Context: an optimization exercise on an open-source flow, tuned for small area, a short achievable clock period and few clock cycles per item. The choices shown serve that exercise and are no tape-out recipe.
The RTL was checked by simulation tests, not by an equivalence proof against the original design.

## flow/design.v (module list and top-level ports; edited modules follow where they fit)
// module svl_round_sat: 13 lines
// module svl_mac: 21 lines
// module svl_mul: 456 lines
// module svl_add41: 118 lines
// module svl_add51: 146 lines
// module sv_force_lane: 403 lines
module sv_force_lane (
    input  wire        clk,
    input  wire        rst,           
    input  wire        start,         
    input  wire        first,         
    output reg         ready,
    output reg         done,
    input  wire        vel_valid,
    input  wire [19:0] v_cmd,
    input  wire [19:0] v_act,
    input  wire [19:0] aff,
    input  wire [19:0] inj_f,
    input  wire [19:0] k_m,
    input  wire        obs_en,
    input  wire [3:0]  bq_en,
    input  wire [3:0]  ash,
    input  wire [19:0] flim_pos,
    input  wire [19:0] flim_neg,
    input  wire [19:0] kvp_m,
    input  wire [4:0]  kvp_sh,
    input  wire [19:0] kvi_m,
    input  wire [4:0]  kvi_sh,
    input  wire [19:0] kaw_m,
    input  wire [4:0]  kaw_sh,
    input  wire [19:0] km_m,
    input  wire [4:0]  km_sh,
    input  wire [19:0] kob_m,
    input  wire [4:0]  kob_sh,
    input  wire [19:0] koc_m,
    input  wire [4:0]  koc_sh,
    input  wire [19:0] kaf_m,
    input  wire [4:0]  kaf_sh,
    input  wire [19:0] foff,
    input  wire [79:0] bq_b0,
    input  wire [79:0] bq_b1,
    input  wire [79:0] bq_b2,
    input  wire [79:0] bq_a1,
    input  wire [79:0] bq_a2,
    output reg  [19:0] f_out,
    output reg  [19:0] f_sum,
    output reg  [19:0] u_out,
    output reg  [19:0] y_bq,
    output reg  [19:0] d_hat,
    output reg  [39:0] i_vel,
    output reg  [11:0] flags          
);
  // ...
==> flow/flow/run.sh <==
#!/bin/bash
# The standard layout flow (standard.sh: standard synthesis, floorplan, placement, CTS,
# routing) with two changes in how the layout is made:
#  - the buffers the flow puts on every input and output port are the smallest plain buffer
#    cell rather than the cell buffer_ports picks by default;
#  - ORFS's repair_timing aims for 22.6 ns of setup slack at the design's 30 ns clock (the
#    constraints are unchanged), so it sizes the logic for a ~7.4 ns cycle.
# make's full output goes to standard_flow.log; each tool's own log is under orfs/logs/.
set -euo pipefail
export BUFFER_PORTS_ARGS="-buffer_cell sky130_fd_sc_hd__buf_1"
export SETUP_SLACK_MARGIN=22.6
bash standard.sh > standard_flow.log 2>&1
==> flow/standard.sh <==
#!/bin/bash
# synth_recipe.tcl (not shown) runs the flow's synth.tcl, then flattens the netlist and writes it again
# the make line also repeats each setting of config.mk as NAME=value (left out here)
make -C /OpenROAD-flow-scripts/flow DESIGN_CONFIG=/design/flow/config.mk WORK_HOME=/design/flow/orfs CLKGATE_MAP_FILE= SYNTH_SCRIPT=/design/flow/synth_recipe.tcl "${@:-finish}"
==> flow/config.mk <==
export PLATFORM = sky130hd
export DESIGN_NAME = sv_force_lane
export DESIGN_NICKNAME = sv_force_lane
export VERILOG_FILES = /design/flow/design.v
export SDC_FILE = /design/flow/constraint.sdc
export NUM_CORES = 4
export LEC_CHECK = 0
export ABC_AREA = 1
export CAP_MARGIN = 20
export CORE_MARGIN = 2
export CORE_UTILIZATION = 40
export CTS_CLUSTER_DIAMETER = 120
export CTS_CLUSTER_SIZE = 20
export PLACE_DENSITY = 0.6
export SLEW_MARGIN = 20
==> flow/constraint.sdc <==
create_clock -name core_clock -period 30.0 [get_ports {clk}]
set_input_delay 6.0000 -clock core_clock [delete_from_list [all_inputs] [get_ports {clk}]]
set_output_delay 6.0000 -clock core_clock [all_outputs]
set_load 0.01 [all_outputs]
==> results.txt, run 1 <==
GP Congestion 1.07; clkbuf count 56; outcome complete, no violations; Largest register FFs 48; Multi-Input Combinational 4850; WP data required 24000 ps; # diodes 36; EDFF count, synth 211; Non-clock buffers 1042; dpl cells 9109; Worst Skew 42.6 ps; delay-heaviest family, CP flip-flops; Non-clock buffer share 7.78%; pre-CTS setup slack 21510 ps; die width 361 um; Port Buffer Count 902; Hold Crit Endpoint w_lo[2]; Regs by FF count acc x48, prod x41, i_vel x40; DRC 0; post-DP HPWL 236 mm; vias per cell 5.97; Reg2Reg Setup Slack 22860 ps; Rel. slew slack 22.6%; commonest cells after routing, fill and taps aside nand2_1 (1320), inv_1 (896), buf_1 (867); gr busiest metal met2; Worst R2R End prod[39]; largest cells by area after synthesis dfxtp_1 (17%), edfxtp_1 (12%), nand2_1 (9.7%); crit path time final 7390 ps; Placed Area 56400 sq um; CP max FO 2
Testbench counts, summed over its fixed seeds: cycles 177,286, items 8,000.
==> module sv_force_lane, before the edit <==
module sv_force_lane (
    input  wire        clk,
    input  wire        rst,           
    input  wire        start,         
    input  wire        first,         
    output reg         ready,
    output reg         done,
    input  wire        vel_valid,
    input  wire [19:0] v_cmd,
    input  wire [19:0] v_act,
    input  wire [19:0] aff,
    input  wire [19:0] inj_f,
    input  wire [19:0] k_m,
    input  wire        obs_en,
    input  wire [3:0]  bq_en,
    input  wire [3:0]  ash,
    input  wire [19:0] flim_pos,
    input  wire [19:0] flim_neg,
    input  wire [19:0] kvp_m,
    input  wire [4:0]  kvp_sh,
    input  wire [19:0] kvi_m,
    input  wire [4:0]  kvi_sh,
    input  wire [19:0] kaw_m,
    input  wire [4:0]  kaw_sh,
    input  wire [19:0] km_m,
    input  wire [4:0]  km_sh,
    input  wire [19:0] kob_m,
    input  wire [4:0]  kob_sh,
    input  wire [19:0] koc_m,
    input  wire [4:0]  koc_sh,
    input  wire [19:0] kaf_m,
    input  wire [4:0]  kaf_sh,
    input  wire [19:0] foff,
    input  wire [79:0] bq_b0,
    input  wire [79:0] bq_b1,
    input  wire [79:0] bq_b2,
    input  wire [79:0] bq_a1,
    input  wire [79:0] bq_a2,
    output reg  [19:0] f_out,
    output reg  [19:0] f_sum,
    output reg  [19:0] u_out,
    output reg  [19:0] y_bq,
    output reg  [19:0] d_hat,
    output reg  [39:0] i_vel,
    output reg  [11:0] flags          
);
    localparam [3:0] P_R1 = 4'd0, P_I1 = 4'd1, P_I2 = 4'd2, P_D1 = 4'd3, P_D2 = 4'd4,
                     P_U1 = 4'd5, P_BQ = 4'd6, P_F1 = 4'd7, P_F2 = 4'd8, P_F3 = 4'd9,
                     P_F4 = 4'd10, P_END = 4'd11;
    localparam [2:0] B_ACC = 3'd0, B_ZERO = 3'd1, B_IVEL = 3'd2, B_FOUT2 = 3'd3,
                     B_DHAT = 3'd4, B_CLAMPI = 3'd5, B_RS = 3'd6;
    localparam [2:0] W_NONE = 3'd0, W_I = 3'd1, W_D = 3'd2, W_CAP = 3'd3,
                     W_CHAIN = 3'd4, W_FS = 3'd5;
    reg        busy, go;
    reg [3:0]  pc;
    reg [1:0]  bk;
    reg [2:0]  bs;
    reg        first_q, obs_q, vv_q, hold_q, foffnz_q, injnz_q;
    reg [19:0] v_cmd_q, v_act_q;
    reg [3:0]  ash_q;
    reg [19:0] up_q, lo_q;            
    reg        capup_q, caplo_q;      
    wire [20:0] w = {f_out[19], f_out} - {f_sum[19], f_sum};
    wire        w_nz = (f_out != f_sum);
    reg [19:0] f_out2, v_act_prev;
    reg        seen_vv;
    reg [3:0]  en1, en2;              
    reg [19:0] s1_1, s1_2, s1_3;
    reg [19:0] s2_0, s2_1, s2_2, s2_3, s2_4;
    reg [19:0] op_a;
    reg [20:0] op_b;
    reg [4:0]  m_sh, a_s;
    reg        m_v, m_neg, m_tf, a_neg, a_tf;
    reg [2:0]  m_base, a_base, m_wb, a_wb, w_wb;
    reg [2:0]  m_lo, a_lo, w_lo;
    reg [40:0] prod;
    reg [47:0] acc;
    reg        sovf, sdir;            
    wire accept = start && !busy && !rst;
    wire [19:0] rs_q;
    wire        rs_sat;
    svl_round_sat u_rs (.acc(acc), .ovf(sovf), .dir(sdir), .q(rs_q), .sat(rs_sat));
    wire        i_hi   = sovf ? !sdir : !acc[47] && (acc[46:39] != 8'd0);
    wire        i_lo   = sovf ?  sdir :  acc[47] && (acc[46:39] != 8'hFF);
    wire [39:0] i_clmp = i_hi ? 40'h7F_FFFF_FFFF : i_lo ? 40'h80_0000_0000 : acc[39:0];
    wire signed [20:0] ev_diff = $signed({v_cmd_q[19], v_cmd_q}) - $signed({v_act_q[19], v_act_q});
    wire               ev_hi   = !ev_diff[20] &&  ev_diff[19];
    wire               ev_lo   =  ev_diff[20] && !ev_diff[19];
    wire        [19:0] ev_q    = !vv_q ? 20'd0 : ev_hi ? 20'h7FFFF : ev_lo ? 20'h80000 : ev_diff[19:0];
    wire               evsat_q = vv_q && (ev_hi || ev_lo);
    wire               vneg_q  = v_act_q[19];
    wire               vnz_q   = (v_act_q != 20'd0);
    wire signed [20:0] dv_q    = $signed({v_act_q[19], v_act_q}) - $signed({v_act_prev[19], v_act_prev});
    wire        [19:0] dv_eq   = dv_q[19:0] ~^ {20{dv_q[20]}};
    reg         [19:0] dv_run;                   
    integer            r;
    always @* begin
        dv_run[19] = dv_eq[19];
        for (r = 18; r >= 0; r = r - 1) dv_run[r] = dv_run[r + 1] & dv_eq[r];
    end
    wire               a_fit   = (ash_q <= 4'd15) && dv_run[5'd19 - {1'b0, ash_q}];
    wire        [19:0] dv_shl  = dv_q[19:0] << ash_q;
    wire        [19:0] a_est   = a_fit ? dv_shl : dv_q[20] ? 20'h80000 : 20'h7FFFF;
    wire obs_in  = obs_en && vel_valid && seen_vv && !first;
    wire vnz_in  = (v_act != 20'd0);
    wire [19:0] S1 [0:4];
    wire [19:0] S2 [0:4];
    assign S1[0] = u_out; assign S1[1] = s1_1; assign S1[2] = s1_2; assign S1[3] = s1_3; assign S1[4] = y_bq;
    assign S2[0] = s2_0;  assign S2[1] = s2_1; assign S2[2] = s2_2; assign S2[3] = s2_3; assign S2[4] = s2_4;
    wire [3:0]  bkh   = 4'd1 << bk;
    wire [4:0]  bsh   = 5'd1 << bs;
    reg  [19:0] coef_k, st_k;
    integer q;
    always @* begin
        coef_k = 20'd0;
        st_k   = 20'd0;
        for (q = 0; q < 4; q = q + 1) begin
            coef_k = coef_k | ({20{bkh[q] & bsh[0]}} & bq_b1[q*20 +: 20])
                            | ({20{bkh[q] & bsh[1]}} & bq_b2[q*20 +: 20])
                            | ({20{bkh[q] & bsh[2]}} & bq_b0[q*20 +: 20])
                            | ({20{bkh[q] & bsh[3]}} & bq_a1[q*20 +: 20])
                            | ({20{bkh[q] & bsh[4]}} & bq_a2[q*20 +: 20]);
        end
        for (q = 0; q < 5; q = q + 1) begin
            st_k = st_k | ({20{(q < 4 && bkh[q & 3] && bsh[0] && en1[q & 3]) ||
                               (q > 0 && bkh[(q - 1) & 3] && bsh[3] && en1[(q - 1) & 3])}} & S1[q])
                        | ({20{(q < 4 && bkh[q & 3] && bsh[1] && en2[q & 3]) ||
                               (q > 0 && bkh[(q - 1) & 3] && bsh[4] && en2[(q - 1) & 3])}} & S2[q]);
        end
    end
    function [2:0] nxt_bq(input [2:0] k, input [3:0] en);
        begin
            if      (k <= 3'd0 && en[0]) nxt_bq = 3'd0;
            else if (k <= 3'd1 && en[1]) nxt_bq = 3'd1;
            else if (k <= 3'd2 && en[2]) nxt_bq = 3'd2;
            else if (k <= 3'd3 && en[3]) nxt_bq = 3'd3;
            else                         nxt_bq = 3'd4;
        end
    endfunction
    reg        f_v, f_neg, f_tf;
    reg [2:0]  f_base, f_wb, f_lo;
    reg [3:0]  pc_n;
    reg [1:0]  bk_n;
    reg [2:0]  bs_n;
    reg [2:0]  nb;
    wire [3:0] after_f1 = foffnz_q ? P_F2 : obs_q ? P_F3 : injnz_q ? P_F4 : P_END;
    wire [3:0] after_f2 = obs_q ? P_F3 : injnz_q ? P_F4 : P_END;
    wire [3:0] after_f3 = injnz_q ? P_F4 : P_END;
    wire [19:0] dhat_f   = (bq_en == 4'd0 && !foffnz_q) ? rs_q : d_hat;
    always @* begin
        f_v = 1'b0; f_neg = 1'b0; f_tf = 1'b0;
        f_base = B_ACC; f_wb = W_NONE; f_lo = 3'd0;
        pc_n = pc; bk_n = bk; bs_n = bs; nb = 3'd4;
        if (!busy) begin
            f_v = vnz_in;
            f_base = B_ZERO; f_wb = W_CAP;
            pc_n = obs_in ? P_R1 : vel_valid ? P_I1 : P_U1;
        end else begin
            case (pc)
                P_R1: begin   
                    f_v = 1'b1;
                    f_neg = 1'b1; f_base = B_FOUT2; pc_n = P_I1;
                end
                P_I1: begin   
                    f_v = 1'b1;
                    f_base = B_IVEL;
                    if (obs_q || w_nz) pc_n = P_I2;
                    else begin f_wb = W_I; pc_n = P_U1; end
                end
                P_I2: begin   
                    f_v = 1'b1;
                    f_wb = W_I; pc_n = obs_q ? P_D1 : P_U1;
                end
                P_D1: begin   
                    f_v = 1'b1;
                    f_base = B_DHAT; pc_n = P_D2;
                end
                P_D2: begin   
                    f_v = 1'b1;
                    f_neg = 1'b1; f_wb = W_D; pc_n = P_U1;
                end
                P_U1: begin   
                    f_v = 1'b1;
                    f_tf = 1'b1; f_base = (vv_q && !obs_q) ? B_CLAMPI : B_IVEL;
                    f_wb = W_CHAIN; f_lo = 3'd0;
                    nb = nxt_bq(3'd0, bq_en);
                    if (nb[2]) pc_n = P_F1;
                    else begin pc_n = P_BQ; bk_n = nb[1:0]; bs_n = 3'd0; end
                end
                P_BQ: begin   
                    f_v = 1'b1; bs_n = bs + 3'd1;
                    f_neg = bs[1] & bs[0] | bs[2];
                    if (bs == 3'd0) f_base = B_ZERO;
                    if (bs == 3'd4) begin
                        f_wb = W_CHAIN; f_lo = {1'b0, bk} + 3'd1;
                        nb = nxt_bq({1'b0, bk} + 3'd1, bq_en);
                        if (nb[2]) pc_n = P_F1;
                        else begin bk_n = nb[1:0]; bs_n = 3'd0; end
                    end
                end
                P_F1: begin   
                    f_v = 1'b1;
                    f_base = B_RS; pc_n = after_f1;
                    if (after_f1 == P_END) f_wb = W_FS;
                end
                P_F2: begin   
                    f_v = 1'b1;
                    pc_n = after_f2;
                    if (after_f2 == P_END) f_wb = W_FS;
                end
                P_F3: begin   
                    f_v = 1'b1;
                    f_neg = 1'b1; pc_n = after_f3;
                    if (after_f3 == P_END) f_wb = W_FS;
                end
                P_F4: begin   
                    f_v = 1'b1;
                    f_wb = W_FS; pc_n = P_END;
                end
                default: ;
            endcase
        end
    end
    wire st_r1  = busy && (pc == P_R1);
    wire st_i1  = busy && (pc == P_I1);
    wire st_i2  = busy && (pc == P_I2);
    wire st_d1  = busy && (pc == P_D1);
    wire st_d2  = busy && (pc == P_D2);
    wire st_u1  = busy && (pc == P_U1);
    wire st_bq  = busy && (pc == P_BQ);
    wire st_f1  = busy && (pc == P_F1);
    wire st_f2  = busy && (pc == P_F2);
    wire st_f3  = busy && (pc == P_F3);
    wire st_f4  = busy && (pc == P_F4);
    wire [19:0] f_a = ({20{!busy}} & k_m) | ({20{st_r1}} & km_m) | ({20{st_i1}} & kvi_m) |
                      ({20{st_i2}} & kaw_m) | ({20{st_d1 | st_d2}} & kob_m) | ({20{st_u1}} & kvp_m) |
                      ({20{st_f1}} & kaf_m) | ({20{st_f3}} & koc_m) |
                      ({20{st_f2 | st_f4}} & 20'h40000) | ({20{st_bq}} & coef_k);
    wire [19:0] f_b20 = ({20{!busy && !v_act[19]}} & flim_pos) | ({20{!busy && v_act[19]}} & flim_neg) |
                        ({20{st_r1}} & a_est) | ({20{st_i1 | st_u1}} & ev_q) |
                        ({20{st_d1 | (st_bq && bs == 3'd2)}} & rs_q) | ({20{st_d2}} & d_hat) |
                        ({20{st_f3}} & dhat_f) | ({20{st_f1}} & aff) | ({20{st_f2}} & foff) |
                        ({20{st_f4}} & inj_f) | ({20{st_bq && bs != 3'd2}} & st_k) |
                        ({20{st_i2}} & w[19:0]);
    wire [20:0] f_b   = {st_i2 ? w[20] : (busy & f_b20[19]), f_b20};
    wire [4:0]  f_sh  = ({5{st_r1}} & km_sh) | ({5{st_i1}} & kvi_sh) | ({5{st_i2}} & kaw_sh) |
                        ({5{st_d1 | st_d2}} & kob_sh) | ({5{st_u1}} & kvp_sh) |
                        ({5{st_f1}} & kaf_sh) | ({5{st_f3}} & koc_sh) |
                        {4'd0, st_bq | st_f2 | st_f4};
    reg [47:0] a_base_v;
    always @* begin
        case (a_base)
            B_ZERO:   a_base_v = 48'd0;
            B_IVEL:   a_base_v = {{8{i_vel[39]}}, i_vel};
            B_FOUT2:  a_base_v = {{8{f_out2[19]}}, f_out2, 20'd0};
            B_DHAT:   a_base_v = {{8{d_hat[19]}}, d_hat, 20'd0};
            B_CLAMPI: a_base_v = {{8{i_clmp[39]}}, i_clmp};
            B_RS:     a_base_v = {{8{rs_q[19]}}, rs_q, 20'd0};
            default:  a_base_v = acc;
        endcase
    end
    wire [40:0] mul_p;
    svl_mul u_mul (.a(op_a), .b(op_b), .p(mul_p));
    wire [47:0] mac_sum;
    wire        mac_ovf, mac_dir;
    svl_mac u_mac (
        .prod(prod), .s(a_s), .neg(a_neg), .tfirst(a_tf), .base(a_base_v),
        .sum_out(mac_sum), .ovf(mac_ovf), .dir(mac_dir)
    );
    wire a_clr  = (a_base != B_ACC);
    wire signed [21:0] fs       = $signed({{2{rs_q[19]}}, rs_q});
    wire signed [21:0] d_hi     = $signed({2'b00, up_q}) - fs;       
    wire signed [21:0] d_lo     = -$signed({2'b00, lo_q}) - fs;      
    wire               clamp_hi = d_hi[21];
    wire               clamp_lo = !clamp_hi && !d_lo[21] && (d_lo != 22'd0);
    wire        [19:0] f_lim    = clamp_hi ? up_q : clamp_lo ? (20'd0 - lo_q) : rs_q;
    wire [2:0] upd_hi = nxt_bq(w_lo, bq_en);
    always @(posedge clk) begin
        first_q  <= first;
        obs_q    <= obs_in;
        vv_q     <= vel_valid;
        hold_q   <= !(vel_valid && seen_vv && !first);
        foffnz_q <= (foff != 20'd0);
        injnz_q  <= (inj_f != 20'd0);
        v_cmd_q  <= v_cmd;
        v_act_q  <= v_act;
        ash_q    <= ash;
        if (!busy) begin
            up_q     <= flim_pos;
            lo_q     <= flim_neg;
            capup_q  <= 1'b0;
            caplo_q  <= 1'b0;
        end
        op_a   <= f_a;
        op_b   <= f_b;
        m_sh   <= f_sh;
        m_neg  <= f_neg;
        m_tf   <= f_tf;
        m_base <= f_base;
        m_wb   <= f_wb;
        m_lo   <= f_lo;
        prod   <= mul_p;
        a_s    <= 5'd8 - m_sh;
        a_neg  <= m_neg;
        a_tf   <= m_tf;
        a_base <= m_base;
        a_wb   <= m_v ? m_wb : W_NONE;
        a_lo   <= m_lo;
        acc <= mac_sum;
        if (a_clr || !sovf) begin
            sovf <= mac_ovf;
            sdir <= mac_dir;
        end
        w_wb <= a_wb;
        w_lo <= a_lo;
        case (w_wb)
            W_I: begin
                i_vel    <= i_clmp;
                flags[6] <= flags[6] | sovf;
            end
            W_D: begin
                d_hat    <= rs_q;
                flags[1] <= sovf;
            end
            W_CAP:    
                if (!vneg_q) begin
                    if (rs_q < up_q) begin up_q <= rs_q; capup_q <= 1'b1; end
                end else begin
                    if (rs_q < lo_q) begin lo_q <= rs_q; caplo_q <= 1'b1; end
                end
            W_CHAIN: begin
                flags[11] <= flags[11] | rs_sat | (w_lo == 3'd0 && evsat_q);
                if (w_lo == 3'd0) flags[6] <= flags[6] | sovf;
                else              flags[w_lo + 3'd1] <= sovf;
                if (w_lo <= 3'd0 && upd_hi >= 3'd0) begin s2_0 <= u_out; u_out <= rs_q; end
                if (w_lo <= 3'd1 && upd_hi >= 3'd1) begin s2_1 <= s1_1;  s1_1  <= rs_q; end
                if (w_lo <= 3'd2 && upd_hi >= 3'd2) begin s2_2 <= s1_2;  s1_2  <= rs_q; end
                if (w_lo <= 3'd3 && upd_hi >= 3'd3) begin s2_3 <= s1_3;  s1_3  <= rs_q; end
                if (w_lo <= 3'd4 && upd_hi >= 3'd4) begin s2_4 <= y_bq;  y_bq  <= rs_q; end
            end
            W_FS: begin
                f_sum      <= rs_q;
                f_out2     <= f_out;
                f_out      <= f_lim;
                flags[0]   <= sovf;
                flags[10]  <= (i_vel == 40'h7F_FFFF_FFFF) || (i_vel == 40'h80_0000_0000);
                flags[9]   <= clamp_hi || clamp_lo;
                flags[8]   <= (clamp_hi && capup_q) || (clamp_lo && caplo_q);
                flags[7]   <= hold_q;
                v_act_prev <= v_act_q;
                seen_vv    <= seen_vv | vv_q;
                en2        <= en1 & bq_en;
                en1        <= bq_en;
            end
            default: ;
        endcase
        if (go) begin
            flags <= 12'd0;
            if (first_q) begin
                i_vel      <= 40'd0;
                d_hat      <= 20'd0;
                f_out      <= 20'd0;
                f_sum      <= 20'd0;
                f_out2     <= 20'd0;
                v_act_prev <= 20'd0;
                seen_vv    <= 1'b0;
                en1        <= 4'd0;
                en2        <= 4'd0;
            end
        end
        go   <= accept;
        done <= (w_wb == W_FS);
        if (accept) begin
            busy  <= 1'b1;
            ready <= 1'b0;
        end else if (w_wb == W_FS) begin
            busy  <= 1'b0;
            ready <= 1'b1;
        end
        if (!busy || f_v) begin
            pc <= pc_n; bk <= bk_n; bs <= bs_n;
        end
        m_v <= busy ? f_v : (accept && vnz_in);
        if (rst) begin
            busy       <= 1'b0;
            ready      <= 1'b1;
            go         <= 1'b0;
            done       <= 1'b0;
            m_v        <= 1'b0;
            a_wb       <= W_NONE;
            w_wb       <= W_NONE;
            i_vel      <= 40'd0;
            d_hat      <= 20'd0;
            f_out      <= 20'd0;
            f_sum      <= 20'd0;
            f_out2     <= 20'd0;
            v_act_prev <= 20'd0;
            seen_vv    <= 1'b0;
            en1        <= 4'd0;
            en2        <= 4'd0;
        end
    end
endmodule
==> run 2: changes to the inputs <==
--- a/flow/design.v
+++ b/flow/design.v
@@ -990,13 +990,13 @@
                       ({20{st_i2}} & kaw_m) | ({20{st_d1 | st_d2}} & kob_m) | ({20{st_u1}} & kvp_m) |
                       ({20{st_f1}} & kaf_m) | ({20{st_f3}} & koc_m) |
                       ({20{st_f2 | st_f4}} & 20'h40000) | ({20{st_bq}} & coef_k);
-    wire [19:0] f_b20 = ({20{!busy && !v_act[19]}} & flim_pos) | ({20{!busy && v_act[19]}} & flim_neg) |
-                        ({20{st_r1}} & a_est) | ({20{st_i1 | st_u1}} & ev_q) |
+    wire [19:0] f_b20 = ({20{st_r1}} & a_est) | ({20{st_i1 | st_u1}} & ev_q) |
                         ({20{st_d1 | (st_bq && bs == 3'd2)}} & rs_q) | ({20{st_d2}} & d_hat) |
                         ({20{st_f3}} & dhat_f) | ({20{st_f1}} & aff) | ({20{st_f2}} & foff) |
                         ({20{st_f4}} & inj_f) | ({20{st_bq && bs != 3'd2}} & st_k) |
                         ({20{st_i2}} & w[19:0]);
-    wire [20:0] f_b   = {st_i2 ? w[20] : (busy & f_b20[19]), f_b20};
+    wire [19:0] flim_sel = v_act[19] ? flim_neg : flim_pos;
+    wire [20:0] f_b   = busy ? {st_i2 ? w[20] : f_b20[19], f_b20} : {1'b0, flim_sel};
     wire [4:0]  f_sh  = ({5{st_r1}} & km_sh) | ({5{st_i1}} & kvi_sh) | ({5{st_i2}} & kaw_sh) |
                         ({5{st_d1 | st_d2}} & kob_sh) | ({5{st_u1}} & kvp_sh) |
                         ({5{st_f1}} & kaf_sh) | ({5{st_f3}} & koc_sh) |
==> results.txt, run 2 <==
post-synthesis xor/xnor area fraction 6.14%; die width 362 um (about the same); DRC 0 (unchanged); mux contribution to synthesized area 0.374%; Rel. slew slack 18.7% (-3.9 points); Port Buffer Count 902 (unchanged); ANT nets after route 0; Core Footprint 127000 sq um; layout cell share with drive strength beyond 1 5.43%; main combinational cell family by area after synthesis compound AO/OA/AOI/OAI gates; post-synthesis compound-gate area fraction 21.5%; first-pass GRT wire length 386 mm; htree depth 2; commonest non-fill, non-tap cell in the layout nand2_1; kind of critical path input port to register; Peak Freq 134 MHz; adder-cell share of the synthesized area 15.5%; pre-CTS setup slack 21700 ps (+189 ps); sequential cell area 14900 sq um; Total Wirelength 281 mm; synthesized instance count 6759; Initial Utilization 40.2%; flops & latches, synth 637; nature of the critical path startpoint input port; max cap viols 0; Synth top cells by count nand2_1 (1278), inv_1 (875), o21ai_0 (609), a21oi_1 (448), dfxtp_1 (426); Regs by FF count acc x48, prod x41, i_vel x40; most frequent cell after synthesis nand2_1; maximum clock insertion buffer count 3; die height 362 um; setup TNS 0 ps; row count 131; synthesized area 51200 sq um; crit path time final 7450 ps (+56.2 ps); Clock Root Buffer clkbuf_16; Clock Latency Late Sink 700 ps; area used by multi-input combinational logic 31800 sq um; Ports 903; fillers 13200; Final Hold Slack 323 ps; post-DP HPWL 227 mm (-3.9%); CP max FO 1 (-1); syn_area_per_cell 7.57 sq um; Area Growth Syn to Fin 13.6%; WP data required 30530 ps (+6530 ps); GP Congestion 1.05 (-2.2%); Inserted Clock Buffers 42; nets@finish 8726; Mapped Nets 8016; period utilisation layout 24.8%; hold_buf cts 0; post-synthesis simple-gate area fraction 17.9%; top-area cell type share of the netlist area 16.7%; largest net degree at the start of global routing 79; Worst Path Arrival 7970 ps; initial antenna violation count 69; Clock Sink Count 637; ys async rst share 0%; unrepaired setup endpoints after global routing true; CP Capture Type register; Syn. warnings 1; measured slew at the worst slew-check pin 1220 ps; GR Layer Usage met3 17.6%; Final Slew Violations 0; Hold Vio Cnt, Final 0; EDFF count, synth 211 (unchanged); GR Util All Layers 41.2%; CTS clk-pin slew, worst paths 90 ps; vias per cell 6.02 (+0.89%); GRT overflow 0; largest cells by area after synthesis dfxtp_1 (17%), edfxtp_1 (12%), nand2_1 (9.4%); met2 Usage GRT 58.7%; outcome complete, no violations; routed via count 55300; post-synth cell types 68; sequential element share of the synthesized area 29.0%; wire length per cell 30.6 um; Most used DFF post-synth dfxtp_1; endpoints failing setup 0; M1 GR Usage 54.3%; largest area contributor in the netlist dfxtp_1; vias in the first global route 50700; Largest register FFs 48 (unchanged); TritonRoute pass-1 iters 6; Placed Area 56300 sq um (-0.14%); post-route design area 58100 sq um; Biggest register acc; commonest cells after routing, fill and taps aside nand2_1 (1268), buf_1 (882), inv_1 (870); DIE AREA 131000 sq um; kind of path behind the tightest hold check register to register; final worst slack 22550 ps; Worst Skew 51.7 ps (+9.05 ps); CTS tree yes; gr busiest metal met2; 1st-iter DRT viols 7630
==> run 2: cell count changes in the layout (fill, tap and decap cells not counted), sizes merged, moves of 20 or more <==
cell,previous run,this run
a22oi,69,89
inv,929,898
nand2,1335,1296
nand3,254,303
o211ai,44,70
o21ai,659,628
o21bai,36,7
==> run 2: path summary, 6_finish.rpt <==
check	depth (start not counted)	to	slack, ps	from
setup / recovery	6	op_a[15]	22550	bq_b2[75]
hold / removal	0	a_base[1]	320	m_base[1]
setup reg to reg	25	prod[39]	22780	op_b[5]
hold reg to reg	0	a_base[1]	320	m_base[1]
==> run 2: area by class of cell <==
class	instances	area share (%)
repair buffers	1037	7.65
inverters	907	5.92
clock buffers	59	1.94
diodes	30	0.129
clock inverters	14	0.353
flip-flops and latches	637	25.7
multi-input cells	4844	54.7
well taps	1662	3.58
==> run 2: cell families after synthesis <==
logic type	count (synthesis)
simple gates	2147
compound gates	1811
buf+inv	1278
flops	637
fa+ha+maj	508
xor+xnor	359
mux	19
==> run 2: metal layers <==
layer / share of wire (%) / up-vias
met5: 0.14 / -
met2: 41 / 3419
li1: - / 24600
met1: 40 / 26700
met3: 14 / 568
met4: 4.8 / 58
==> run 2: what timing repair did <==
item                                   4_1_cts  5_1_grt
buffers inserted                             5       13
endpoints found under the hold margin        0        0
gates resized for setup                     76       24
pin swaps                                    1        4
setup endpoints to repair                   72       84
==> run 2: stage by stage <==
step                      cells  utilization, %
after floorplan            6759               -
after global placement     9064            44.3
after detailed placement   9066            44.3
after CTS                  9144            45.5
after global routing       9180            45.7
final                      9190            45.7
==> run 2: worst max-delay path, cell delays in order <==
cell and delay [ps]:
buf_1 170, a32o_1 280, a221oi_1 230, nand4_1 320
o31ai_1 820, nand3_1 130
Testbench counts of run 2, summed over its fixed seeds: cycles 177,286, items 8,000.
==> run 3: changes to the inputs <==
==> flow/flow/run.sh (replaced) <==
#!/bin/bash
# The standard layout flow (standard.sh: standard synthesis, floorplan, placement, CTS,
# routing) with two changes in how the layout is made:
#  - the buffers the flow puts on every input and output port are the smallest plain buffer
#    cell rather than the cell buffer_ports picks by default;
#  - ORFS's repair_timing aims for 22.75 ns of setup slack at the design's 30 ns clock (the
#    constraints are unchanged), so it sizes the logic for a ~7.25 ns cycle.
# make's full output goes to standard_flow.log; each tool's own log is under orfs/logs/.
set -euo pipefail
export BUFFER_PORTS_ARGS="-buffer_cell sky130_fd_sc_hd__buf_1"
export SETUP_SLACK_MARGIN=22.75
bash standard.sh > standard_flow.log 2>&1
==> results.txt, run 3 <==
crit path launch bq_b1[63]; final std cells w/o fill 9266 (+0.83%); max cap viols 0 (unchanged); synthesized instance count 6759 (unchanged); Biggest register acc; first-pass GRT wire length 378 mm (-2.1%); htree depth 2 (unchanged); ys async rst share 0% (unchanged); Clock Sink Count 637 (unchanged); CP Capture Type register; die height 362 um (unchanged); Clock Root Buffer clkbuf_16; largest net degree at the start of global routing 83 (+5.1%); Mapped Nets 8016 (unchanged); commonest cells after routing, fill and taps aside nand2_1 (1270), inv_1 (870), buf_1 (789); main combinational cell family by area after synthesis compound AO/OA/AOI/OAI gates; post-synthesis xor/xnor area fraction 6.14% (unchanged); cells along the critical path buf_1 > a32o_1 > a221oi_2 > nand4_1 > o21ai_4 > nand4_1; EDFF count, synth 211 (unchanged); wire length per cell 29.8 um (-2.7%); Ports 903 (unchanged); Worst Path Arrival 7870 ps (-100 ps); most frequent cell after synthesis nand2_1; row count 131 (unchanged); RR Startpoint op_b[11]; WP data required 30360 ps (-170 ps); CP max-delay cell nand4_1; slowest cell delay on critical path 480 ps (-340 ps); dpl cells 9080 (+0.15%); post-synthesis compound-gate area fraction 21.5% (unchanged); Most used DFF post-synth dfxtp_1; largest cells by area after synthesis dfxtp_1 (17%), edfxtp_1 (12%), nand2_1 (9.4%); flops & latches, synth 637 (unchanged); Clock Latency Late Sink 680 ps (-20 ps); adder-cell share of the synthesized area 15.5% (unchanged); hold_buf cts 0 (unchanged); period utilisation layout 25.0% (+0.20 points); TritonRoute pass-1 iters 6 (unchanged); outcome complete, no violations; CTS tree yes; CTS clk-pin slew, worst paths 80 ps (about the same); Largest register FFs 48 (unchanged); Worst Skew 26.8 ps (-24.8 ps); unrepaired setup endpoints after global routing true; setup TNS 0 ps (unchanged); Register-to-Register Path Depth 27 (+8.0%); mux contribution to synthesized area 0.374% (unchanged); Reg2Reg Setup Slack 22950 ps (+170 ps); measured slew at the worst slew-check pin 1310 ps (+90.9 ps); vias in the first global route 50900 (+0.54%); vias per cell 6.04 (+0.31%); kind of path behind the tightest hold check register to register; sequential element share of the synthesized area 29.0% (unchanged); Util after Layout 46.5% (+0.83 points); post-synthesis simple-gate area fraction 17.9% (unchanged); top-area cell type share of the netlist area 16.7% (unchanged); Critical Path Most Common Cell nand4_1; layout cell share with drive strength beyond 1 8.32% (+2.9 points); ANT nets after route 0 (unchanged); DRC 0 (unchanged); endpoints failing setup 0 (unchanged); Regs by FF count acc x48, prod x41, i_vel x40; Hold Vio Cnt, Final 0 (unchanged); post-DP HPWL 220 mm (-2.8%); GP Congestion 1.04 (-1.2%); routed via count 56000 (+1.1%); DIE AREA 131000 sq um (unchanged); GRT overflow 0 (unchanged); commonest non-fill, non-tap cell in the layout nand2_1; largest area contributor in the netlist dfxtp_1; initial antenna violation count 52 (-25%); Total Wirelength 276 mm (-1.9%); nets@finish 8810 (+0.96%); Critical Path End op_a[3]; synthesized area 51200 sq um (unchanged); Inserted Clock Buffers 42 (unchanged); Final Slew Violations 0 (unchanged); Initial Utilization 40.2% (unchanged); Peak Freq 133 MHz (-0.80%); Core Footprint 127000 sq um (unchanged); Rel. slew slack 11.8% (-6.9 points); die width 362 um (unchanged); Syn. warnings 1 (unchanged); Worst R2R End prod[39]; kind of critical path input port to register; 1st-iter DRT viols 7570 (-0.79%); Synth top cells by count nand2_1 (1278), inv_1 (875), o21ai_0 (609), a21oi_1 (448), dfxtp_1 (426); syn_area_per_cell 7.57 sq um (unchanged); CP max FO 1 (unchanged); Port Buffer Count 902 (unchanged); GR Util All Layers 40.2% (-1.0 points); post-synth cell types 68 (unchanged); Area Growth Syn to Fin 15.7%; crit path time final 7510 ps (+60.0 ps); nature of the critical path startpoint input port; maximum clock insertion buffer count 3 (unchanged)
[run 3: layer usage]
layer / wire (um) / global-route usage, % / share of wire [%]
met3: 39200 / 16.6 / 14
met1: 111000 / 53.7 / 40
met5: 302 / 0 / 0.11
met4: 12900 / 15.0 / 4.7
met2: 112000 / 57.6 / 41
[run 3: area by class of cell]
class / count / area [sq um]
antenna: 24 / 60.1
clock buffer: 58 / 1110
clock inverter: 13 / 178
fill: 13200 / 68000
inverter: 907 / 3440
multi-input combinational: 4844 / 31900
sequential: 637 / 15100
tap: 1662 / 2080
timing repair buffer: 1121 / 5330
[run 3: how the worst min path moves through the flow]
stage,slack (ps),cells after the start,to,startpoint
after global routing,340,0,w_lo[1],a_lo[1]
final,330,0,w_lo[0],a_lo[0]
after detailed placement,310,0,w_lo[1],a_lo[1]
after global placement,310,0,a_tf,m_tf
after floorplan,310,0,a_base[0],m_base[0]
after CTS,330,0,w_lo[0],a_lo[0]
[run 3: cell families after synthesis]
kind of cell | after synthesis
AND/OR/NAND/NOR | 2147
AO/OA/AOI/OAI | 1811
buffers and inverters | 1278
flip-flops | 637
adder cells (fa/ha/maj) | 508
XOR/XNOR | 359
multiplexers | 19
[run 3: through the flow]
stage | setup WS (ps) | hold WS, ps | cell area, sq um
after floorplan | 22230 | 310 | 51300
after global placement | 21340 | 311 | 56500
after detailed placement | 21420 | 312 | 56500
after CTS | 22650 | 333 | 58800
after global routing | 22610 | 342 | 59200
final | 22490 | 331 | 59200
[run 3: critical path, delay by kind of cell]
kind                   cells  cell delay, ps
buffers and inverters      1              70
AOI/OAI and AO/OA          3             890
and+or+nand+nor            2             900
[run 3: timing repair]
action                                  CTS  global route
resized for setup                       242            84
gates cloned                              0             0
endpoints found under the setup margin  209           134
pin swaps                                 2             6
buffers inserted                         68            19
==> run 4: changes to the inputs <==
--- a/flow/design.v
+++ b/flow/design.v
@@ -806,6 +806,7 @@
     localparam [2:0] W_NONE = 3'd0, W_I = 3'd1, W_D = 3'd2, W_CAP = 3'd3,
                      W_CHAIN = 3'd4, W_FS = 3'd5;
     reg        busy, go;
+    reg        rst_q;                 
     reg [3:0]  pc;
     reg [1:0]  bk;
     reg [2:0]  bs;
@@ -821,7 +822,8 @@
     reg [3:0]  en1, en2;              
     reg [19:0] s1_1, s1_2, s1_3;
     reg [19:0] s2_0, s2_1, s2_2, s2_3, s2_4;
-    reg [19:0] op_a;
+    reg [19:0] op_ag, op_ac;
+    wire [19:0] op_a = op_ag | op_ac;
     reg [20:0] op_b;
     reg [4:0]  m_sh, a_s;
     reg        m_v, m_neg, m_tf, a_neg, a_tf;
@@ -830,7 +832,7 @@
     reg [40:0] prod;
     reg [47:0] acc;
     reg        sovf, sdir;            
-    wire accept = start && !busy && !rst;
+    wire accept = start && ready && !rst;
     wire [19:0] rs_q;
     wire        rs_sat;
     svl_round_sat u_rs (.acc(acc), .ovf(sovf), .dir(sdir), .q(rs_q), .sat(rs_sat));
@@ -986,10 +988,11 @@
     wire st_f2  = busy && (pc == P_F2);
     wire st_f3  = busy && (pc == P_F3);
     wire st_f4  = busy && (pc == P_F4);
-    wire [19:0] f_a = ({20{!busy}} & k_m) | ({20{st_r1}} & km_m) | ({20{st_i1}} & kvi_m) |
-                      ({20{st_i2}} & kaw_m) | ({20{st_d1 | st_d2}} & kob_m) | ({20{st_u1}} & kvp_m) |
-                      ({20{st_f1}} & kaf_m) | ({20{st_f3}} & koc_m) |
-                      ({20{st_f2 | st_f4}} & 20'h40000) | ({20{st_bq}} & coef_k);
+    wire [19:0] f_ag = ({20{!busy}} & k_m) | ({20{st_r1}} & km_m) | ({20{st_i1}} & kvi_m) |
+                       ({20{st_i2}} & kaw_m) | ({20{st_d1 | st_d2}} & kob_m) | ({20{st_u1}} & kvp_m) |
+                       ({20{st_f1}} & kaf_m) | ({20{st_f3}} & koc_m) |
+                       ({20{st_f2 | st_f4}} & 20'h40000);
+    wire [19:0] f_ac = {20{st_bq}} & coef_k;
     wire [19:0] f_b20 = ({20{st_r1}} & a_est) | ({20{st_i1 | st_u1}} & ev_q) |
                         ({20{st_d1 | (st_bq && bs == 3'd2)}} & rs_q) | ({20{st_d2}} & d_hat) |
                         ({20{st_f3}} & dhat_f) | ({20{st_f1}} & aff) | ({20{st_f2}} & foff) |
@@ -1045,7 +1048,8 @@
             capup_q  <= 1'b0;
             caplo_q  <= 1'b0;
         end
-        op_a   <= f_a;
+        op_ag  <= f_ag;
+        op_ac  <= f_ac;
         op_b   <= f_b;
         m_sh   <= f_sh;
         m_neg  <= f_neg;
@@ -1108,26 +1112,25 @@
             end
             default: ;
         endcase
-        if (go) begin
-            flags <= 12'd0;
-            if (first_q) begin
-                i_vel      <= 40'd0;
-                d_hat      <= 20'd0;
-                f_out      <= 20'd0;
-                f_sum      <= 20'd0;
-                f_out2     <= 20'd0;
-                v_act_prev <= 20'd0;
-                seen_vv    <= 1'b0;
-                en1        <= 4'd0;
-                en2        <= 4'd0;
-            end
+        if (go) flags <= 12'd0;
+        if ((go && first_q) || rst_q) begin
+            i_vel      <= 40'd0;
+            d_hat      <= 20'd0;
+            f_out      <= 20'd0;
+            f_sum      <= 20'd0;
+            f_out2     <= 20'd0;
+            v_act_prev <= 20'd0;
+            seen_vv    <= 1'b0;
+            en1        <= 4'd0;
+            en2        <= 4'd0;
         end
-        go   <= accept;
+        go    <= accept;
+        rst_q <= rst;
         done <= (w_wb == W_FS);
         if (accept) begin
             busy  <= 1'b1;
             ready <= 1'b0;
-        end else if (w_wb == W_FS) begin
+        end else if (w_wb == W_FS || rst_q) begin
             busy  <= 1'b0;
             ready <= 1'b1;
         end
@@ -1137,21 +1140,12 @@
         m_v <= busy ? f_v : (accept && vnz_in);
         if (rst) begin
             busy       <= 1'b0;
-            ready      <= 1'b1;
+            ready      <= 1'b0;
             go         <= 1'b0;
             done       <= 1'b0;
             m_v        <= 1'b0;
             a_wb       <= W_NONE;
             w_wb       <= W_NONE;
-            i_vel      <= 40'd0;
-            d_hat      <= 20'd0;
-            f_out      <= 20'd0;
-            f_sum      <= 20'd0;
-            f_out2     <= 20'd0;
-            v_act_prev <= 20'd0;
-            seen_vv    <= 1'b0;
-            en1        <= 4'd0;
-            en2        <= 4'd0;
         end
     end
 endmodule
==> flow/flow/run.sh (replaced) <==
#!/bin/bash
# The standard layout flow (standard.sh: standard synthesis, floorplan, placement, CTS,
# routing) with two changes in how the layout is made:
#  - the buffers the flow puts on every input and output port are the smallest plain buffer
#    cell rather than the cell buffer_ports picks by default;
#  - ORFS's repair_timing aims for 22.6 ns of setup slack at the design's 30 ns clock (the
#    constraints are unchanged), so it sizes the logic for a ~7.4 ns cycle.
# make's full output goes to standard_flow.log; each tool's own log is under orfs/logs/.
set -euo pipefail
export BUFFER_PORTS_ARGS="-buffer_cell sky130_fd_sc_hd__buf_1"
export SETUP_SLACK_MARGIN=22.6
bash standard.sh > standard_flow.log 2>&1
==> results.txt, run 4 <==
outcome complete, no violations; CP max-delay cell dfxtp_1; final worst slack 22600 ps (+103 ps); cells along the critical path buf_1; Ports 903 (unchanged); Util after Layout 45.8% (-0.68 points); layout cell share with drive strength beyond 1 5.40% (-2.9 points); Worst R2R End prod[27]; syn_area_per_cell 7.67 sq um (+1.4%); commonest non-fill, non-tap cell in the layout nand2_1; TritonRoute pass-1 iters 8 (+2); first-pass GRT wire length 360 mm (-4.6%); Core Footprint 128000 sq um (+0.52%); Synth top cells by count nand2_1 (1215), inv_1 (807), o21ai_0 (590), dfxtp_1 (447), a21oi_1 (399); flops & latches, synth 658 (+3.3%); synthesized area 51700 sq um (+1.0%); Peak Freq 135 MHz (+1.4%); commonest cells after routing, fill and taps aside nand2_1 (1211), buf_1 (895), inv_1 (798); Register-to-Register Path Depth 21 (-22%); Port Buffer Count 902 (unchanged); Final Slew Violations 0 (unchanged); pre-CTS setup slack 21490 ps (+68.8 ps); nets@finish 8720 (-1.0%); Largest register FFs 48 (unchanged); Mapped Nets 7997 (-0.24%); Worst Path Arrival 1400 ps (-6470 ps); setup TNS 0 ps (unchanged); Biggest register acc; Most used DFF post-synth dfxtp_1; Syn. warnings 1 (unchanged); post-route design area 58600 sq um (-0.96%); CP Capture Type primary output; Clock Sink Count 658 (+3.3%); most frequent cell after synthesis nand2_1; WP buf/inv 1 (unchanged); measured slew at the worst slew-check pin 1250 ps (-60.9 ps); Hold Vio Cnt, Final 0 (unchanged); Placed Area 57000 sq um (+0.99%); dpl cells 9068 (-0.13%); GR Util All Layers 37.6% (-2.6 points); GRT overflow 0 (unchanged); Regs by FF count acc x48, prod x41, i_vel x40; row count 131 (unchanged); Worst Skew 61.1 ps (+34.3 ps); initial antenna violation count 53 (+1.9%); crit path time final 7400 ps (-103 ps); Inserted Clock Buffers 41 (-2.4%); Rel. slew slack 16.7% (+4.9 points); Hold Crit Endpoint a_neg; top-area cell type share of the netlist area 17.3% (+0.65 points); hold wc startpoint m_neg; final std cells w/o fill 9179 (-0.94%); RR Startpoint op_b[3]; unrepaired setup endpoints after global routing true; Reg2Reg Setup Slack 22820 ps (-130 ps); vias in the first global route 50200 (-1.5%); endpoints failing setup 0 (unchanged); CP max FO 3 (+2); vias per cell 5.97 (-1.2%); die width 363 um (+0.50%); delay-heaviest family, CP flip-flops; nature of the critical path startpoint register; 1st-iter DRT viols 6436 (-15%); htree depth 2 (unchanged); fillers 13200 (+0.52%); Final Hold Slack 332 ps (+1.11 ps); largest net degree at the start of global routing 92 (+11%); sequential element share of the synthesized area 29.6% (+0.52 points); Total Wirelength 259 mm (-6.3%); die height 363 um (+0.50%); DIE AREA 132000 sq um (+1.0%); largest area contributor in the netlist dfxtp_1; Clock Root Buffer clkbuf_16; post-synth cell types 69 (+1.5%); kind of path behind the tightest hold check register to register; hold path cells 0 (unchanged); DRC 0 (unchanged); EDFF count, synth 211 (unchanged); WP data required 24000 ps (-6360 ps); synthesized instance count 6736 (-0.34%); Initial Utilization 40.4% (+0.20 points); ANT nets after route 0 (unchanged); ys async rst share 0% (unchanged); Area Growth Syn to Fin 13.4%; slowest cell delay on critical path 390 ps (-90 ps); CTS tree yes; CTS clk-pin slew, worst paths 90 ps (about the same); max cap viols 0 (unchanged); maximum clock insertion buffer count 3 (unchanged); Clock Latency Late Sink 700 ps (+20 ps); routed via count 54800 (-2.1%); largest cells by area after synthesis dfxtp_1 (17%), edfxtp_1 (12%), nand2_1 (8.8%); wire length per cell 28.2 um (-5.4%); GP Congestion 1.03 (-0.30%); post-DP HPWL 206 mm (-6.3%); period utilisation layout 24.7% (-0.34 points); kind of critical path register to primary output
run 4: cell count changes after synthesis, sizes merged, moves of 14 or more:
| cell | change |
|---|---|
| nand2 | -65 |
| inv | -71 |
| a21oi | -49 |
| a221oi | -14 |
| dfxtp | +21 |
| o21bai | +46 |
| xor2 | +15 |
| o221ai | -21 |
| a31oi | +17 |
| nor2 | +99 |
| o21ai | -14 |
| o211ai | -18 |
run 4: metal layers:
layer / vias to the layer above / wire length, um / global-route usage (%)
met5: - / 222 / 0
met2: 3173 / 110000 / 56.1
met4: 26 / 14600 / 19.4
met3: 517 / 29100 / 10.8
li1: 24600 / - / -
met1: 26500 / 104000 / 49.3
run 4: how the worst max path moves through the flow:
stage	start	endpoint	slack (ps)	cells after the start
floorplan	bq_en[0]	s1_1[0]	22220	3
global placement	bq_en[0]	op_b[18]	21530	11
detailed placement	bq_en[0]	op_b[18]	21490	11
CTS	y_bq[16]	y_bq[16]	22590	1
global route	y_bq[16]	y_bq[16]	22600	1
finish	flags[1]	flags[1]	22600	1
run 4: cells by family after synthesis:
family                   count (synthesis)  synth area share, %
buffers and inverters                 1204                 8.89
multiplexers                            18                0.349
AND/OR/NAND/NOR                       2175                 18.1
flip-flops                             658                 29.6
AO/OA/AOI/OAI                         1798                 21.4
adder cells (fa/ha/maj)                512                 15.4
XOR/XNOR                               371                 6.29
run 4: final cells by class:
cell class                      count  area (sq um)  area share [%]
Clock inverter                     10           151           0.258
Timing Repair inverter              1          5.00         0.00854
Clock buffer                       57          1130            1.93
Timing Repair Buffer             1053          4530            7.73
Sequential cell                   658         15400            26.2
Antenna cell                       34          85.1           0.145
Inverter                          830          3150            5.38
Multi-Input combinational cell   4874         32100            54.8
Tap cell                         1662          2080            3.55
run 4: timing repair:
action | 4_1_cts | 5_1_grt
pin swaps | 0 | 1
buffers inserted | 2 | 5
resized for setup | 49 | 22
hold buffers | 0 | 0
gates cloned | 0 | 1
setup endpoints to repair | 53 | 33
Testbench counts of run 4, summed over its fixed seeds: cycles 177,286, items 8,000.
==> run 5: changes to the inputs <==
--- a/flow/design.v
+++ b/flow/design.v
@@ -810,7 +810,7 @@
     reg [3:0]  pc;
     reg [1:0]  bk;
     reg [2:0]  bs;
-    reg        first_q, obs_q, vv_q, hold_q, foffnz_q, injnz_q;
+    reg        first_q, obs_q, vv_q, hold_q, injnz_q;
     reg [19:0] v_cmd_q, v_act_q;
     reg [3:0]  ash_q;
     reg [19:0] up_q, lo_q;            
@@ -899,10 +899,8 @@
     reg [1:0]  bk_n;
     reg [2:0]  bs_n;
     reg [2:0]  nb;
-    wire [3:0] after_f1 = foffnz_q ? P_F2 : obs_q ? P_F3 : injnz_q ? P_F4 : P_END;
     wire [3:0] after_f2 = obs_q ? P_F3 : injnz_q ? P_F4 : P_END;
     wire [3:0] after_f3 = injnz_q ? P_F4 : P_END;
-    wire [19:0] dhat_f   = (bq_en == 4'd0 && !foffnz_q) ? rs_q : d_hat;
     always @* begin
         f_v = 1'b0; f_neg = 1'b0; f_tf = 1'b0;
         f_base = B_ACC; f_wb = W_NONE; f_lo = 3'd0;
@@ -956,8 +954,7 @@
                 end
                 P_F1: begin   
                     f_v = 1'b1;
-                    f_base = B_RS; pc_n = after_f1;
-                    if (after_f1 == P_END) f_wb = W_FS;
+                    f_base = B_RS; pc_n = P_F2;
                 end
                 P_F2: begin   
                     f_v = 1'b1;
@@ -995,7 +992,7 @@
     wire [19:0] f_ac = {20{st_bq}} & coef_k;
     wire [19:0] f_b20 = ({20{st_r1}} & a_est) | ({20{st_i1 | st_u1}} & ev_q) |
                         ({20{st_d1 | (st_bq && bs == 3'd2)}} & rs_q) | ({20{st_d2}} & d_hat) |
-                        ({20{st_f3}} & dhat_f) | ({20{st_f1}} & aff) | ({20{st_f2}} & foff) |
+                        ({20{st_f3}} & d_hat) | ({20{st_f1}} & aff) | ({20{st_f2}} & foff) |
                         ({20{st_f4}} & inj_f) | ({20{st_bq && bs != 3'd2}} & st_k) |
                         ({20{st_i2}} & w[19:0]);
     wire [19:0] flim_sel = v_act[19] ? flim_neg : flim_pos;
@@ -1037,7 +1034,6 @@
         obs_q    <= obs_in;
         vv_q     <= vel_valid;
         hold_q   <= !(vel_valid && seen_vv && !first);
-        foffnz_q <= (foff != 20'd0);
         injnz_q  <= (inj_f != 20'd0);
         v_cmd_q  <= v_cmd;
         v_act_q  <= v_act;
==> results.txt, run 5 <==
first-pass GRT wire length 386 mm (+7.0%); Biggest register acc; post-DP HPWL 229 mm (+11%); Worst Path Arrival 1390 ps (about the same); slowest cell delay on critical path 500 ps (+110 ps); setup TNS 0 ps (unchanged); max cap viols 0 (unchanged); nature of the critical path startpoint register; synthesized area 51100 sq um (-1.2%); CP Capture Type primary output; DRC 0 (unchanged); vias per cell 6.03 (+1.0%); Final Slew Violations 0 (unchanged); commonest non-fill, non-tap cell in the layout nand2_1; GR Util All Layers 41.6% (+4.0 points); maximum clock insertion buffer count 3 (unchanged); fillers 13100 (-0.95%); die height 361 um (-0.57%); Critical Path End i_vel[34]; period utilisation layout 24.6% (-0.059 points); largest net degree at the start of global routing 86 (-6.5%); Most used DFF post-synth dfxtp_1; layout cell share with drive strength beyond 1 5.15% (-0.24 points); CTS clk-pin slew, worst paths 100 ps (about the same); dpl cells 9031 (-0.41%); kind of critical path register to primary output; ys async rst share 0% (unchanged); unrepaired setup endpoints after global routing false; CP max FO 4 (+1); Synth top cells by count nand2_1 (1242), inv_1 (858), o21ai_0 (572), dfxtp_1 (446), a21oi_1 (390); EDFF count, synth 211 (unchanged); ANT nets after route 0 (unchanged); largest cells by area after synthesis dfxtp_1 (17%), edfxtp_1 (12%), nand2_1 (9.1%); die width 361 um (-0.57%); Worst Skew 41.5 ps (-19.6 ps); Core Footprint 127000 sq um (-0.51%); 1st-iter DRT viols 8002 (+24%); RR Startpoint op_b[9]; Total Wirelength 284 mm (+9.8%); Clock Latency Late Sink 690 ps (about the same); WP buf/inv 1 (unchanged); endpoints failing setup 0 (unchanged); post-synth cell types 67 (-2.9%); wire length per cell 31.0 um (+10%); top-area cell type share of the netlist area 17.5% (+0.16 points); initial antenna violation count 76 (+43%); syn_area_per_cell 7.64 sq um (-0.39%); Regs by FF count acc x48, prod x41, i_vel x40; Clock Sink Count 657 (-0.15%); kind of path behind the tightest hold check register to register; cells along the critical path buf_1; commonest cells after routing, fill and taps aside nand2_1 (1235), buf_1 (884), inv_1 (853); WP depth 1 (unchanged); CP max-delay cell dfxtp_1; WP data required 24000 ps (about the same); DIE AREA 131000 sq um (-1.1%); delay-heaviest family, CP flip-flops; Largest register FFs 48 (unchanged); flops & latches, synth 657 (-0.15%); Mapped Nets 7941 (-0.70%); most frequent cell after synthesis nand2_1; outcome complete, no violations; TritonRoute pass-1 iters 6 (-2); Reg2Reg Setup Slack 22890 ps (+70 ps); largest area contributor in the netlist dfxtp_1; Peak Freq 135 MHz (+0.24%); vias in the first global route 50100 (-0.17%); hold wc startpoint m_tf; htree depth 2 (unchanged); nets@finish 8677 (-0.49%); synthesized instance count 6684 (-0.77%); Final Hold Slack 331 ps (-0.844 ps); row count 131 (unchanged); Hold Vio Cnt, Final 0 (unchanged); Ports 903 (unchanged); Initial Utilization 40.2% (-0.26 points); GRT overflow 0 (unchanged); CTS tree yes; sequential element share of the synthesized area 29.9% (+0.31 points); crit path launch i_vel[34]; Area Growth Syn to Fin 13.8%; Clock Root Buffer clkbuf_16; final std cells w/o fill 9147 (-0.35%); crit path time final 7390 ps (-17.8 ps); Syn. warnings 1 (unchanged); hold_buf cts 0 (unchanged); Worst R2R End prod[39]; Inserted Clock Buffers 43 (+4.9%); routed via count 55100 (+0.66%); Rel. slew slack 16.0% (-0.71 points); Port Buffer Count 902 (unchanged); Register-to-Register Path Depth 27 (+29%); GP Congestion 1.11 (+7.6%); measured slew at the worst slew-check pin 1230 ps (-21.1 ps)
==> run 5: cell count changes in the layout (fill, tap and decap cells not counted), sizes merged, moves of 8 or more <==
cell	before	now
a21o	10	20
a2111oi	10	19
o22ai	206	222
a31oi	40	24
inv	823	884
a211oi	23	14
nor2	391	374
nand2	1231	1250
a221oi	125	117
o21bai	53	30
nand3	299	249
nand4	128	116
==> run 5: cell families after synthesis <==
kind of cell / synth area share [%]
AO/OA/AOI/OAI: 21.3
XOR/XNOR: 6.26
adder cells (fa/ha/maj): 15.5
buffers and inverters: 9.27
flip-flops: 29.9
multiplexers: 0.392
AND/OR/NAND/NOR: 17.4
==> run 5: area by class of cell <==
type | instances | area [sq um] | area share [%]
sequential | 657 | 15300 | 26.3
multi-input combinational | 4777 | 31400 | 54.0
timing repair buffer | 1052 | 4540 | 7.80
tap | 1662 | 2080 | 3.58
antenna | 35 | 87.6 | 0.151
clock buffer | 62 | 1190 | 2.04
inverter | 889 | 3360 | 5.78
clock inverter | 13 | 189 | 0.325
==> run 5: per-stage QoR <==
stage	setup WS [ps]	utilization, %	instance area [sq um]
floorplan	22220	-	51200
global placement	22030	44.4	56500
detailed placement	21970	44.4	56500
CTS	22520	45.6	58000
global route	22600	45.7	58100
finish	22610	45.7	58200
==> run 5: timing repair <==
item / in CTS / in global routing
setup buffers: 3 / 3
gates resized for setup: 43 / 27
hold endpoints to repair: 0 / 0
setup endpoints to repair: 38 / 23
gates cloned: 0 / 0
==> run 5: worst min-delay path by stage <==
stage	to	slack (ps)	cells after the start
finish	a_tf	330	0
global route	a_tf	340	0
CTS	a_tf	330	0
detailed placement	a_lo[2]	310	0
global placement	a_tf	310	0
floorplan	a_base[0]	310	0
==> run 5: routing by layer <==
layer	up-vias	share of wire, %	track usage, %
li1	24300	-	-
met1	26500	41	56.4
met2	3665	39	57.3
met3	627	15	16.8
met4	66	5.2	18.7
met5	-	0.14	0
Testbench counts of run 5, summed over its fixed seeds: cycles 177,286, items 8,000.

==> afterwards: timing with drivers on the ports <==
Ports are ideal in the flow. The routed layouts listed here were re-timed in OpenROAD. Step 1, drivers: a clkbuf_16 drives clk and a buf_2 each remaining input, both assumed. Step 2, shift: input delay + t, output delay - t, t = (earliest + latest rising clock arrival at the registers) / 2. This alone moves slack from input paths to output paths. Three values: ideal, step 1, step 2; two values: the first two.
| run | t, ns | slack for setup (ns) | hold WS [ns] | worst data-port slew with drivers (ns) | cell pins on the clock port's net |
|---|---|---|---|---|---|
| run 1 | 0.748 | 22.609 / 22.525 / 21.940 | 0.332 / 0.332 / 0.332 | 0.39 | 1 |
| run 2 | 0.744 | 22.553 / 22.527 / 21.856 | 0.323 / 0.323 / 0.323 | 0.30 | 1 |
| run 3 | 0.740 | 22.493 / 22.533 / 21.792 | 0.331 / 0.331 / 0.331 | 0.25 | 1 |
| run 4 | 0.748 | 22.596 / 22.519 / 21.900 | 0.332 / 0.332 / 0.332 | 0.33 | 1 |
| run 5 | 0.747 | 22.614 / 22.537 / 21.933 | 0.331 / 0.331 / 0.331 | 0.34 | 1 |
After both steps setup and hold are still met in every run listed. For run 3, which loses most, drivers alone change the setup slack by +0.040 ns; drivers and shift together by -0.701 ns.
